This design comes from an exercise in tuning for small area on the open sky130 flow, not from production work.
Where RTL was checked, it was by simulation tests only, not by an equivalence proof against the original.
Power and IR drop assume default switching activity.

## uplink_rx
module uplink_rx (
    input  wire        clk,
    input  wire        rst,           
    input  wire        port_kind,     
    input  wire        sof,           
    input  wire        bit_valid,     
    input  wire        bit_data,
    input  wire [15:0] ov_thr,        
    input  wire [15:0] uv_thr,        
    output reg         frame_done,    
    output wire [1:0]  frame_err,     
    output wire [3:0]  ftype,
    output wire [7:0]  seq,
    output wire [7:0]  len,
    output wire [31:0] status,
    output wire        val_valid,     
    output wire [4:0]  val_idx,
    output wire [15:0] val_data,
    output wire        val_ov,
    output wire        val_uv,
    output wire        val_sus
);
==> flow/config.mk <==
export PLATFORM = sky130hd
export DESIGN_NAME = uplink_rx
export DESIGN_NICKNAME = uplink_rx
export VERILOG_FILES = /design/flow/design.v
export SDC_FILE = /design/flow/constraint.sdc
export NUM_CORES = 4
export LEC_CHECK = 0
export ABC_AREA = 1
export CAP_MARGIN = 20
export CORE_MARGIN = 2
export CORE_UTILIZATION = 80
export PLACE_DENSITY = 0.9
export SLEW_MARGIN = 20
==> flow/constraint.sdc <==
create_clock -name core_clock -period 10.0 [get_ports {clk}]
set_input_delay 2.0000 -clock core_clock [delete_from_list [all_inputs] [get_ports {clk}]]
set_output_delay 2.0000 -clock core_clock [all_outputs]
set_load 0.01 [all_outputs]
standard.sh (not shown) runs the stock make flow with config.mk's settings and CLKGATE_MAP_FILE= SYNTH_SCRIPT=/design/flow/synth_recipe.tcl, a recipe that flattens the netlist after the stock synthesis.
==> flow/flow/run.sh <==
#!/bin/bash
# The standard ORFS layout with three changes:
#  - synthesis: the same script (synth_recipe.tcl), but ABC maps with an
#    area-oriented script (flow/area.abc); registers are mapped before ABC
#    and are unchanged;
#  - the port buffers are sky130_fd_sc_hd__buf_1;
#  - CTS clusters sinks under clkbuf_8 buffers, without dummy loads.
set -euo pipefail
W=$PWD
{ head -n 1 synth_recipe.tcl; cat flow/abc_override.tcl; tail -n +2 synth_recipe.tcl; } > flow_synth.tcl
sed "s#SYNTH_SCRIPT=[^ ]*#SYNTH_SCRIPT=$W/flow_synth.tcl#" standard.sh > flow_standard.sh
grep -q "SYNTH_SCRIPT=$W/flow_synth.tcl" flow_standard.sh
export AREA_ABC_SCRIPT=$W/flow/area.abc
export BUFFER_PORTS_ARGS="-buffer_cell sky130_fd_sc_hd__buf_1"
export CTS_ARGS="-sink_clustering_enable -repair_clock_nets -dont_use_dummy_load -sink_clustering_size 18 -sink_clustering_max_diameter 40 -buf_list {sky130_fd_sc_hd__clkbuf_8}"
bash flow_standard.sh > standard.log 2>&1
==> flow/flow/abc_override.tcl <==
# Run ABC with an area-oriented script (flow/area.abc) in place of ORFS's.
proc abc {args} {
  set i [lsearch -exact $args -script]
  if {$i >= 0} { lset args [expr {$i + 1}] $::env(AREA_ABC_SCRIPT) }
  yosys abc {*}$args
}
==> flow/flow/area.abc <==
strash; dc2; dch -f; map -a; mfs2; strash; dch -f; map -a; mfs2; strash; dch -f; map -a; topo; dnsize -c
The baseline did not get past detailed placement on DPL-0033.
Rerun with:
--- a/flow/flow/run.sh
+++ b/flow/flow/run.sh
@@ -14,3 +14,3 @@
 export BUFFER_PORTS_ARGS="-buffer_cell sky130_fd_sc_hd__buf_1"
-export CTS_ARGS="-sink_clustering_enable -repair_clock_nets -dont_use_dummy_load -sink_clustering_size 18 -sink_clustering_max_diameter 40 -buf_list {sky130_fd_sc_hd__clkbuf_8}"
+export CTS_ARGS="-sink_clustering_enable -repair_clock_nets -dont_use_dummy_load -sink_clustering_size 16 -sink_clustering_max_diameter 60 -buf_list {sky130_fd_sc_hd__clkbuf_8}"
 bash flow_standard.sh > standard.log 2>&1
==> flow/flow/area.abc (replaced) <==
strash; dc2; dch -f; map -a; mfs2; strash; dch -f; map -a; topo; dnsize -c
After rerunning: The new run ran to the end with no violations. Area after synthesis stays flat. Synthesized cell count is about the same.
No run of this note included a check of the RTL's function; only the layout flow was run.

========
== red ==
The RTL this note starts from:
==> flow/design.v <==
module uplink_rx (
    input  wire        clk,
    input  wire        rst,           
    input  wire        port_kind,     
    input  wire        sof,           
    input  wire        bit_valid,     
    input  wire        bit_data,
    input  wire [15:0] ov_thr,        
    input  wire [15:0] uv_thr,        
    output reg         frame_done,    
    output wire [1:0]  frame_err,     
    output wire [3:0]  ftype,
    output wire [7:0]  seq,
    output wire [7:0]  len,
    output wire [31:0] status,
    output wire        val_valid,     
    output wire [4:0]  val_idx,
    output wire [15:0] val_data,
    output wire        val_ov,
    output wire        val_uv,
    output wire        val_sus
);
    localparam [31:0] CRC_POLY = 32'h04C1_1DB7;
    localparam [2:0] S_IDLE = 3'b000, S_DEAD = 3'b001, S_HDR = 3'b010,
                     S_PAY = 3'b100, S_STAT = 3'b101, S_CRC = 3'b110;
    reg [2:0]  st;
    reg [8:0]  cnt;         
    reg [4:0]  ph;          
    reg [31:0] crcn;        
    reg [31:0] sr;          
    reg [2:0]  ft_r;        
    reg [7:0]  seq_r;
    reg [2:0]  w_lo;        
    reg        rel_pend, rel_act;
    wire [4:0] ph1 = ph + 5'd1;
    wire [4:0] b   = cnt[4:0];
    wire [3:0] w_r = {!ft_r[2] && !ft_r[0], w_lo};
    wire in_hdr  = (st == S_HDR);
    wire in_pay  = (st == S_PAY);
    wire in_stat = (st == S_STAT);
    wire in_crc  = (st == S_CRC);
    wire [30:0] hs   = crcn[30:0];
    wire [2:0] h_ft  = hs[29:27];
    wire [3:0] h_w   = hs[16:13];
    reg pair_ok;
    always @(*) begin
        case (h_ft)
            3'h0: pair_ok = !port_kind && (h_w == 4'd12);
            3'h1: pair_ok =  port_kind && (h_w == 4'd4);
            3'h2: pair_ok = !port_kind && (h_w == 4'd9);
            3'h3: pair_ok = (h_w >= 4'd1) && (h_w <= 4'd4);
            3'h4: pair_ok = (h_w == 4'd0);
            3'h5: pair_ok = (h_w == 4'd0);
            3'h7: pair_ok = (h_w == 4'd1);
            default: pair_ok = 1'b0;
        endcase
    end
    wire hdr_ok = pair_ok && hs[30] && (hs[18:17] == 2'd0) &&
                  (hs[12:0] == 13'd0) && !bit_data;
    wire hdr_end  = in_hdr && (b == 5'd31);
    wire pay_end  = in_pay && (cnt[8:5] == w_r) && (b == 5'd0);
    wire stat_end = in_stat && (b == 5'd0);
    wire crc_end  = in_crc && (b == 5'd31);
    wire crc_ok = (crcn == 32'd0);
    wire dead   = (st == S_DEAD);
    always @(posedge clk) begin
        if (rst) begin
            st         <= S_IDLE;
            frame_done <= 1'b0;
            rel_pend   <= 1'b0;
            rel_act    <= 1'b0;
        end else begin
            frame_done <= 1'b0;
            if (sof) begin
                st <= S_HDR;
            end else if (bit_valid) begin
                if (hdr_end) begin
                    st <= hdr_ok ? S_PAY : S_DEAD;
                    frame_done <= !hdr_ok;
                end
                if (pay_end)  st <= S_STAT;
                if (stat_end) st <= S_CRC;
                if (crc_end) begin
                    st <= S_IDLE;
                    frame_done <= 1'b1;
                end
            end
            if (frame_done && !dead && crc_ok && (w_r != 4'd0))
                rel_pend <= 1'b1;
            else if (ph == 5'd23)
                rel_pend <= 1'b0;
            if (rel_pend && ph == 5'd23)
                rel_act <= 1'b1;
            else if (ph1 == {w_r, 1'b0})
                rel_act <= 1'b0;
        end
    end
    always @(posedge clk) begin
        ph <= (rst || ph == 5'd23) ? 5'd0 : ph1;
        if (sof)
            cnt <= 9'd480;
        else if (bit_valid)
            cnt <= cnt + 9'd1;
        if (bit_valid)
            crcn <= {crcn[30:0], bit_data ^ !in_hdr} ^ ((!crcn[31] && !in_hdr) ? CRC_POLY : 32'd0);
        if (bit_valid && (in_pay || (in_stat && !stat_end)))
            sr <= {sr[30:0], bit_data};
        if (bit_valid && hdr_end) begin
            ft_r  <= h_ft;
            seq_r <= hs[26:19];
            w_lo  <= h_w[2:0];
        end
    end
    wire       wen = st[2];
    wire [3:0] wj  = cnt[3:0];
    wire [4:0] wi  = cnt[8:4];
    wire       eq0 = (ph == wi);           
    wire       eq1 = (ph1 == wi);          
    wire [3:0] gwe;
    assign gwe[0] = wen && (wj[3:2] == 2'd1) && eq0;
    assign gwe[1] = wen && (wj[3:2] == 2'd2) && eq0;
    assign gwe[2] = wen && (wj[3:2] == 2'd3) && eq0;
    assign gwe[3] = wen && (wj[3:2] == 2'd0) && eq1;
    wire [3:0] src;
    assign src[0] = sr[wj[1:0] + 3'd3];
    assign src[1] = sr[wj[1:0] + 3'd2];
    assign src[2] = sr[wj[1:0] + 3'd1];
    assign src[3] = sr[wj[1:0]];
    genvar l;
    generate
        for (l = 0; l < 16; l = l + 1) begin : lane
            reg [23:0] r;
            always @(posedge clk)
                r <= {r[22:0], gwe[l / 4] ? ~src[l % 4] : r[23]};
            assign val_data[15 - l] = ~r[23];
        end
    endgenerate
    assign val_valid = rel_act;
    assign val_idx   = ph;
    function automatic gt16(input [15:0] a, input [15:0] b);
        integer k;
        reg c;
        begin
            c = 1'b0;
            for (k = 0; k < 16; k = k + 1)
                c = (a[k] & ~b[k]) | ((a[k] | ~b[k]) & c);
            gt16 = c;
        end
    endfunction
    wire cells = w_r[3] & w_r[2];
    assign val_ov  = cells && gt16(val_data, ov_thr);
    assign val_uv  = cells && gt16(uv_thr, val_data);
    assign val_sus = cells && (gt16(val_data, 16'd50000) || sr[25]);
    assign frame_err = {!dead && !crc_ok, dead};
    assign ftype  = {1'b1, ft_r};
    assign seq    = seq_r;
    assign len    = {2'b00, w_r, 2'b00};
    assign status = sr;
endmodule
export LEC_CHECK = 0
export ABC_AREA = 1
export CAP_MARGIN = 20
export CORE_MARGIN = 2
export CORE_UTILIZATION = 82
export PLACE_DENSITY = 0.9
export SLEW_MARGIN = 20
create_clock -name core_clock -period 10.0 [get_ports {clk}]
==> flow/flow/run.sh <==
#!/bin/bash
# The standard ORFS layout with three changes:
#  - synthesis: the same script (synth_recipe.tcl), but ABC maps with an
#    area-oriented script (flow/area.abc); registers are mapped before ABC
#    and are unchanged;
#  - the port buffers are sky130_fd_sc_hd__buf_1;
#  - CTS clusters sinks under clkbuf_8 buffers, without dummy loads.
set -euo pipefail
W=$PWD
{ head -n 1 synth_recipe.tcl; cat flow/abc_override.tcl; tail -n +2 synth_recipe.tcl; } > flow_synth.tcl
sed "s#SYNTH_SCRIPT=[^ ]*#SYNTH_SCRIPT=$W/flow_synth.tcl#" standard.sh > flow_standard.sh
grep -q "SYNTH_SCRIPT=$W/flow_synth.tcl" flow_standard.sh
export AREA_ABC_SCRIPT=$W/flow/area.abc
export BUFFER_PORTS_ARGS="-buffer_cell sky130_fd_sc_hd__buf_1"
export CTS_ARGS="-sink_clustering_enable -repair_clock_nets -dont_use_dummy_load -sink_clustering_size 16 -sink_clustering_max_diameter 40 -buf_list {sky130_fd_sc_hd__clkbuf_8}"
bash flow_standard.sh > standard.log 2>&1
==> flow/flow/area.abc <==
strash; dc2; dch -f; map -a; mfs2; strash; dch -f; map -a; topo; dnsize -c
Scripts as last shown in full above: flow/flow/abc_override.tcl
The inputs of blue differ from those of red as listed below.
Settings: CORE_UTILIZATION changed from 82 to 80.
==> flow/flow/area.abc <==
strash; dc2; dch -f; map -a; mfs2; strash; dch -f; map -a; mfs2; strash; dch -f; map -a; topo; dnsize -c
[summary]
On post-synthesis cell area, blue tracks red almost exactly. Overall die area, blue and red: larger value in blue. Delta (blue minus red): count of inverters other than clock inverters in the layout fell 3, total design power now smaller, half-perimeter wire length after detailed placement shows a reduction of 13%, design area essentially unchanged. [blue vs red] worst setup slack: higher in blue. Going from red to blue, total number of sequential cells has remained practically unchanged; proportion of total power due to net switching has decreased.
> inputs changed (blue -> green)
Settings: swapping 80 for 82 in CORE_UTILIZATION.
==> comparison <==
Looking at overall fraction of global-route tracks in use, green sits 5.0 points above blue.
Placed standard-cell area: green vs blue — no meaningful difference
Source of the critical timing path = ov_thr[0]: blue; source of the critical timing path = ov_thr[2]: green
Compared with blue, in green core utilization saw an increase; detailed-route wire length shows an increase of about 15%.
[compare] base=blue new=green: worst reg-to-reg setup slack fell by 0.08 ns, per-cell via count in the routed design grew by 5.1%, part of the power in the clock network up 0.2 points.
--- input diff green..orange ---
Settings: CORE_UTILIZATION: 82 -> 80.
==> flow/flow/area.abc <==
strash; dc2; dch -f; map -a; mfs2; strash; dch -f; map -a; topo; dnsize -c
Results
- Clock skew of orange is on par with green.
- Against green, mean instance size in the synthesized netlist in orange fell slightly.
- green → orange: area of the multi-input gates picked up an extra 5.0 um^2, shortest period the worst path allows lost 0.018 ns.
- [compare] base=green new=orange: post-synthesis xor/xnor area fraction lost 0.29 points; initial standard-cell utilization of the core lost 2.7 points; share of layout cells above drive strength 1 picked up an extra 0.26 points; area enclosed by the die boundary picked up an extra about 2.5%.
- STATUS worst path setup slack after routing: orange wins against green
- Number of instances in the placed design: orange > green
- Between orange and green, the difference in finished layout cell area is negligible.

[port drivers added, routing unchanged]
Ports are ideal in the flow. The routed layouts listed here were re-timed in OpenROAD.
Step 1 assumes that a clkbuf_16 drives the clock port and a buf_2 every other input.
Step 2 moves the port delays by t, midway between the first and last clock arrival at a register: inputs arrive t later, outputs are due t later. That takes back most of the time a late clock gives input paths.
a / b / c = ideal / step 1 / step 2; a / b = the first two.
| run | t, ns | setup slack, ns | worst slew at a driven data input, ns |
|---|---|---|---|
| the second run of note 1 | 0.559 | 3.711 / 3.679 / 3.679 | 0.06 |
| red | 0.575 | 3.178 / 3.139 / 3.139 | 0.06 |
| blue | 0.573 | 3.377 / 3.355 / 3.355 | 0.05 |
| green | 0.570 | 3.077 / 3.053 / 3.053 | 0.07 |
| orange | 0.575 | 3.095 / 3.068 / 3.068 | 0.05 |
After both steps setup and hold are still met in every run listed. For red, which loses most, drivers alone change the setup slack by -0.039 ns; drivers and shift together by -0.039 ns.
